This design comes from an exercise in tuning for small area on the open sky130 flow, not from production work.
The RTL was checked by simulation tests, not by an equivalence proof against the original design.
Power is estimated from default activity; no workload was simulated.

**flow/run.sh**
```bash
#!/bin/bash
# synth_recipe.tcl (not shown) runs the flow's synth.tcl, then flattens the netlist and writes it again
# the make line also repeats each setting of config.mk as NAME=value (left out here)
make -C /OpenROAD-flow-scripts/flow DESIGN_CONFIG=/design/flow/config.mk WORK_HOME=/design/flow/orfs CLKGATE_MAP_FILE= SYNTH_SCRIPT=/design/flow/synth_recipe.tcl finish
```
**flow/config.mk**
```make
export PLATFORM = sky130hd
export DESIGN_NAME = reseq
export DESIGN_NICKNAME = reseq
export VERILOG_FILES = /design/flow/design.v
export SDC_FILE = /design/flow/constraint.sdc
export NUM_CORES = 4
export LEC_CHECK = 0
export CAP_MARGIN = 20
export CORE_MARGIN = 2
export CORE_UTILIZATION = 25
export PLACE_DENSITY = 0.45
export SLEW_MARGIN = 20
```
**flow/design.v**
```verilog
module reseq (
    input  wire        clk,
    input  wire        rst,            
    input  wire        in_valid,
    input  wire [22:0] in_seq,
    input  wire        in_sync,
    input  wire [19:0] in_handle,
    input  wire [11:0] timeout_cfg,    
    input  wire [15:0] idle_cfg,       
    output reg         out_valid,
    output reg  [22:0] out_seq,
    output reg         out_lost,
    output reg  [19:0] out_handle,
    output reg         ev_dup,
    output reg         ev_window,
    output reg         ev_late,
    output reg         ev_unsynced,
    output reg         ev_resync,
    output reg  [5:0]  ev_flushed,
    output reg         active,
    output reg  [22:0] rel_point,
    output wire [5:0]  held_count
);
    localparam W = 32;
    reg [W-1:0]  valid;
    reg [W-1:0]  fired;
    reg [11:0]   timer  [0:W-1];
    reg [19:0]   handle [0:W-1];
    reg          lim_valid;
    reg [22:0]   lim;
    reg [15:0]   idle_cnt;
    wire [22:0] r = rel_point;
    wire [4:0]  r_idx  = r[4:0];
    wire [4:0]  in_idx = in_seq[4:0];
    wire [22:0] d      = in_seq - r;
    wire d_zero   = (d == 23'd0);
    wire d_win    = (d[22:5] == 18'd0);           
    wire d_late   = d[22];                        
    reg [5:0] pop;
    integer p;
    always @* begin
        pop = 6'd0;
        for (p = 0; p < W; p = p + 1)
            pop = pop + {5'd0, valid[p]};
    end
    assign held_count = pop;
    wire start     = in_valid && !active && in_sync;
    wire unsynced  = in_valid && !active && !in_sync;
    wire resync    = in_valid && active && in_sync && !d_win;
    wire in_norm   = in_valid && active && !resync;
    wire dup       = in_norm && d_win && valid[in_idx];
    wire bypass    = in_norm && d_zero && !valid[r_idx];
    wire hold      = in_norm && d_win && !d_zero && !valid[in_idx];
    wire win_drop  = in_norm && !d_win && !d_late;
    wire late_drop = in_norm && !d_win && d_late;
    wire rel_cell = active && !resync && valid[r_idx];
    wire rel_lost = active && !resync && !valid[r_idx] && !bypass && lim_valid;
    wire advance  = rel_cell || bypass || rel_lost;
    reg        fire_any;
    reg [4:0]  fire_k;
    integer k;
    always @* begin
        fire_any = 1'b0;
        fire_k   = 5'd0;
        for (k = 1; k < W; k = k + 1) begin
            if (valid[(r_idx + k) % W] && !fired[(r_idx + k) % W] &&
                timer[(r_idx + k) % W] == 12'd0) begin
                fire_any = 1'b1;
                fire_k   = k[4:0];
            end
        end
    end
    wire [22:0] lim_d    = lim - r;
    wire        lim_move = fire_any && !resync &&
                           (!lim_valid || {18'd0, fire_k} > lim_d);
    integer i;
    always @(posedge clk) begin
        if (rst) begin
            valid       <= {W{1'b0}};
            fired       <= {W{1'b0}};
            lim_valid   <= 1'b0;
            lim         <= 23'd0;
            idle_cnt    <= 16'd0;
            active      <= 1'b0;
            rel_point   <= 23'd0;
            out_valid   <= 1'b0;
            out_seq     <= 23'd0;
            out_lost    <= 1'b0;
            out_handle  <= 20'd0;
            ev_dup      <= 1'b0;
            ev_window   <= 1'b0;
            ev_late     <= 1'b0;
            ev_unsynced <= 1'b0;
            ev_resync   <= 1'b0;
            ev_flushed  <= 6'd0;
        end else begin
            ev_dup      <= dup;
            ev_window   <= win_drop;
            ev_late     <= late_drop;
            ev_unsynced <= unsynced;
            ev_resync   <= resync;
            ev_flushed  <= resync ? pop : 6'd0;
            for (i = 0; i < W; i = i + 1) begin
                if (valid[i] && !fired[i]) begin
                    if (timer[i] == 12'd0)
                        fired[i] <= 1'b1;
                    else
                        timer[i] <= timer[i] - 12'd1;
                end
            end
            out_valid <= start || resync || advance;
            out_lost  <= !(start || resync) && rel_lost;
            if (start || resync || bypass) begin
                out_seq    <= in_seq;
                out_handle <= in_handle;
            end else if (rel_cell) begin
                out_seq    <= r;
                out_handle <= handle[r_idx];
            end else begin
                out_seq    <= r;
                out_handle <= 20'd0;
            end
            if (start || resync) begin
                active    <= 1'b1;
                rel_point <= in_seq + 23'd1;
                valid     <= {W{1'b0}};
                fired     <= {W{1'b0}};
                lim_valid <= 1'b0;
            end else begin
                if (advance) begin
                    rel_point <= r + 23'd1;
                    if (lim_valid && lim == r)
                        lim_valid <= 1'b0;
                end
                if (rel_cell) begin
                    valid[r_idx] <= 1'b0;
                    fired[r_idx] <= 1'b0;
                end
                if (hold) begin
                    valid[in_idx]  <= 1'b1;
                    fired[in_idx]  <= 1'b0;
                    timer[in_idx]  <= timeout_cfg;
                    handle[in_idx] <= in_handle;
                end
                if (lim_move) begin
                    lim_valid <= 1'b1;
                    lim       <= r + {18'd0, fire_k};
                end
            end
            if (active && !in_valid && valid == {W{1'b0}} && !lim_valid) begin
                if (idle_cnt >= idle_cfg) begin
                    active   <= 1'b0;
                    idle_cnt <= 16'd0;
                end else begin
                    idle_cnt <= idle_cnt + 16'd1;
                end
            end else begin
                idle_cnt <= 16'd0;
            end
        end
    end
endmodule
```
**flow/constraint.sdc**
```tcl
create_clock -name core_clock -period 14.0 [get_ports {clk}]
set_input_delay 2.8000 -clock core_clock [delete_from_list [all_inputs] [get_ports {clk}]]
set_output_delay 2.8000 -clock core_clock [all_outputs]
set_load 0.01 [all_outputs]
```
==> run_results.csv <==
group,metric,value,unit
status,status,"no timing/DRC/antenna violations",
yosys,syn_nets,6898,
setup_path,rrSetupSlack,3.94,ns
clock_network,cts_tree,"built",
timing,skew,0.100,ns
setup_path,crit_top_cell,"a21oi_1",
timing,setup_tns,0,ns
timing,fmax,99.4,MHz
timing,relSlewSlack,0.174,
timing,hold_ws,0.464,ns
yosys,ys_types,96,
clock_network,clock_sinks,1213,
setup_path,endpoint_kind,"flip-flop",
die,die-height,544,um
place,placed_area,78800,um2
yosys,ys_seq_area_frac,0.473,
cells_and_area,fin_area,83900,um2
timing,setup_viol,0,
yosys,synthArstFlopShare,0,
cells_and_area,final_core_util,0.288,
route,drt_iter0_drc,6865,
clock_network,htreeDepth,4,
setup_path,slowest_delay,0.99,ns
die,rows,198,
timing,worst_pin_slew,1.23,ns
route,first_pass_iters,6,
grt,first_global_vias,56100,
cells_and_area,syn_to_final_growth,14.9,%
cells_and_area,fill_cells,30200,
timing,hold_viol,0,
timing,post-route-period-util,0.718,
cells_and_area,layout-drive-gt1-share,0.132,
setup_path,cp.required,14.70,ns
clock_network,cts-resized-gates,0,
yosys,yosysWarnings,1,
clock_network,root_buffer,"clkbuf_16",
route,routedWlPerCell,28.1,um
route,ant_nets,0,
yosys,synth_cells,6657,
grt,grt_pass1_wl,424000,um
clock_network,clockBufferDepth,4,
timing,maxSlewViolCount,0,
setup_path,crit_path_max_fanout,118,
die,die_w,544,um
place,dp_hpwl,207000,um
setup_path,startpoint_type,"flip-flop",
yosys,synth-edff-count,1024,
setup_path,critPathSlowestCell,"a2111oi_0",
power_and_ir_drop,vdd_ir_drop_max,0.0869,mV
die,die_area,296000,um2
place,place_congestion,0.983,
clock_network,ctsHoldBuffers,0,
run,drv_cap,0,
route,routed_wl,299000,um
clock_network,insertion_delay,0.87,ns
grt,grt_max_degree,124,
yosys,avgSynthCellArea,11.0,um2
clock_network,cts_made_buffers,151,
setup_path,critPathArrivalTime,10.76,ns
grt,grt.total_usage,0.196,
cells_and_area,fin_nets,6881,
route,remaining_drc_errors,0,
worst_hold_path,hold_class,"flip-flop to flip-flop",
clock_network,clk_pin_slew,0.06,ns
die,start_util,0.251,
setup_path,path_class,"flip-flop to flip-flop",
setup_path,crit_family,"compound AO/OA/AOI/OAI gates",
timing,period_needed,10.06,ns
die,core-area,291000,um2
clock_network,post_cts_buffers,0,
grt,overflow,0,
yosys,synthFlopType,"edfxtp_1",
setup_path,critPathBufInv,3,
grt,antenna_found_initial,15,
timing,rsz0062_at_grt,"no",
route,avgViaCountPerCell,5.46,
power_and_ir_drop,cellPowerDensity,110,nW/um2
yosys,ys_ff_latch,1213,
die,ios,161,
place,io_buffers,160,
route,vias,58200,
power_and_ir_drop,p_leak,25.9,nW
yosys,syn_area,73000,um2
[report_power, final]
| part | leakage [nW] | total [mW] | internal [mW] | switching (mW) |
|---|---|---|---|---|
| logic | 12.9 | 1.42 | 0.506 | 0.910 |
| registers | 10.7 | 3.95 | 3.92 | 0.0362 |
| clock network | 2.28 | 3.87 | 2.24 | 1.63 |
[placed cells by master, fill, tap and decap left out, types with 144 or more instances in the layout]
master	count
xnor2_1	267
dfxtp_1	181
nor2_1	725
edfxtp_1	1024
o21ai_0	283
nor3_1	300
clkbuf_16	156
nand3_1	186
clkdlybuf4s50_1	144
a21oi_1	456
nor4_1	158
mux4_2	374
xor2_1	162
inv_1	203
nand2_1	434
[sequential cells by signal, summed over array words and instances, names as in the netlist, named ones only]
name	flops
ev_dup	1
ev_resync	1
out_valid	1
rel_point	23
active	1
out_lost	1
idle_cnt	16
out_handle	20
fired	32
out_seq	23
ev_flushed	6
lim	23
valid	32
handle	640
ev_late	1
ev_window	1
timer	384
lim_valid	1
ev_unsynced	1
[Yosys cell counts (20+ instances only)]
cell      count  area, um2
o22ai_1      21        131
nand2_1     434       1630
buf_1        38        143
or4_1        46        345
xnor2_1     268       2350
nor4b_1      59        517
dfxtp_1     189       3780
ha_1        139       1740
a22oi_1      20        150
or3_1        63        394
fa_1         27        541
xor2_1      164       1440
mux2i_1     115       1150
buf_4        22        165
nor3_1      302       1510
a31oi_1      49        307
mux4_2      374       8420
nor2_1      727       2730
edfxtp_1   1024      30700
nor4_1      164       1030
o221ai_1     21        184
o31ai_1      42        315
a211oi_1     51        383
nand3_1     189        946
o21ai_0     283       1420
nor3b_1      70        526
a21oi_1     456       2280
inv_1       213        800
nand2b_1     70        438
or2_2        41        257
mux2_2       25        282
nor2b_1      47        294
a221oi_1     23        201
nand4_1      80        500
o211ai_1     39        293
and3_1       33        206
clkbuf_1    282       1060
a21o_1       37        278
buf_2       116        581
[routing by layer]
metal / track usage / wire, um / part of all wire
met5: 0 / 41 / 0.00014
met2: 0.301 / 133000 / 0.44
met3: 0.0349 / 24100 / 0.081
met1: 0.271 / 129000 / 0.43
met4: 0.0796 / 13000 / 0.043
[path summary, 6_finish.rpt]
kind	start	to	depth (start not counted)
worst max-delay path	rel_point[1]	lim[2]	28
worst max register to register	rel_point[1]	lim[2]	28
worst min-delay path	lim[2]	lim[2]	2
worst min register to register	lim[2]	lim[2]	2
[final cells by class]
| type | instances | area [um2] | area share |
|---|---|---|---|
| multi-input combinational | 4760 | 36200 | 0.432 |
| sequential | 1213 | 34600 | 0.412 |
| tap | 3900 | 4880 | 0.0582 |
| clock buffer | 198 | 4090 | 0.0488 |
| timing repair buffer | 291 | 2630 | 0.0313 |
| inverter | 223 | 840 | 0.0100 |
| clock inverter | 73 | 629 | 0.00750 |
| antenna | 5 | 12.5 | 0.000149 |
[cell families after synthesis]
family                   count (synthesis)  share of synthesized area
AND/OR/NAND/NOR                       2408                      0.165
AO/OA/AOI/OAI                         1238                      0.105
flip-flops                            1213                      0.473
buffers and inverters                  684                     0.0385
multiplexers                           514                      0.135
XOR/XNOR                               434                     0.0523
adder cells (fa/ha/maj)                166                     0.0312
[metrics by stage]
step	power, mW	cells	setup WS [ns]
floorplan	4.88	6657	5.30
finish	9.24	10700	3.94
CTS	9.31	10700	4.06
detailed placement	5.42	10400	3.62
global route	9.53	10700	3.61
global placement	5.42	10400	3.76
[worst reg2reg max path, delay by kind of cell (launching register included)]
family	cells	cell delay, ns
compound gates	15	5.04
simple gates	7	1.67
buf+inv	3	1.12
fa+ha+maj	2	1.07
mux	1	0.66
flops	1	0.44

re-timing with driven ports:
Ports are ideal in the flow. The routed layout listed here was re-timed in OpenROAD.
Step 1 (the two cells are an assumption about what drives the block):
set clk [get_ports {clk}]
set_driving_cell -lib_cell sky130_fd_sc_hd__clkbuf_16 $clk
set_driving_cell -lib_cell sky130_fd_sc_hd__buf_2 [delete_from_list [all_inputs] $clk]
Step 2 times the ports against the registers' clock, not the clock port: input delays grow and output delays shrink by t, the midpoint of the rising clock arrivals with the driver on.
Slacks: ideal ports / drivers / drivers and shift; pairs: ideal ports / drivers.
shift t [ns]: 0.912
setup WS [ns]: 3.943 / 3.943 / 3.668
worst hold slack (ns): 0.464 / 0.464 / 0.464
slew at the worst register clock pin (ns): 0.07 / 0.07
After both steps this run still meets setup and hold. For this run, drivers alone change the setup slack by 0.000 ns; drivers and shift together by -0.275 ns.
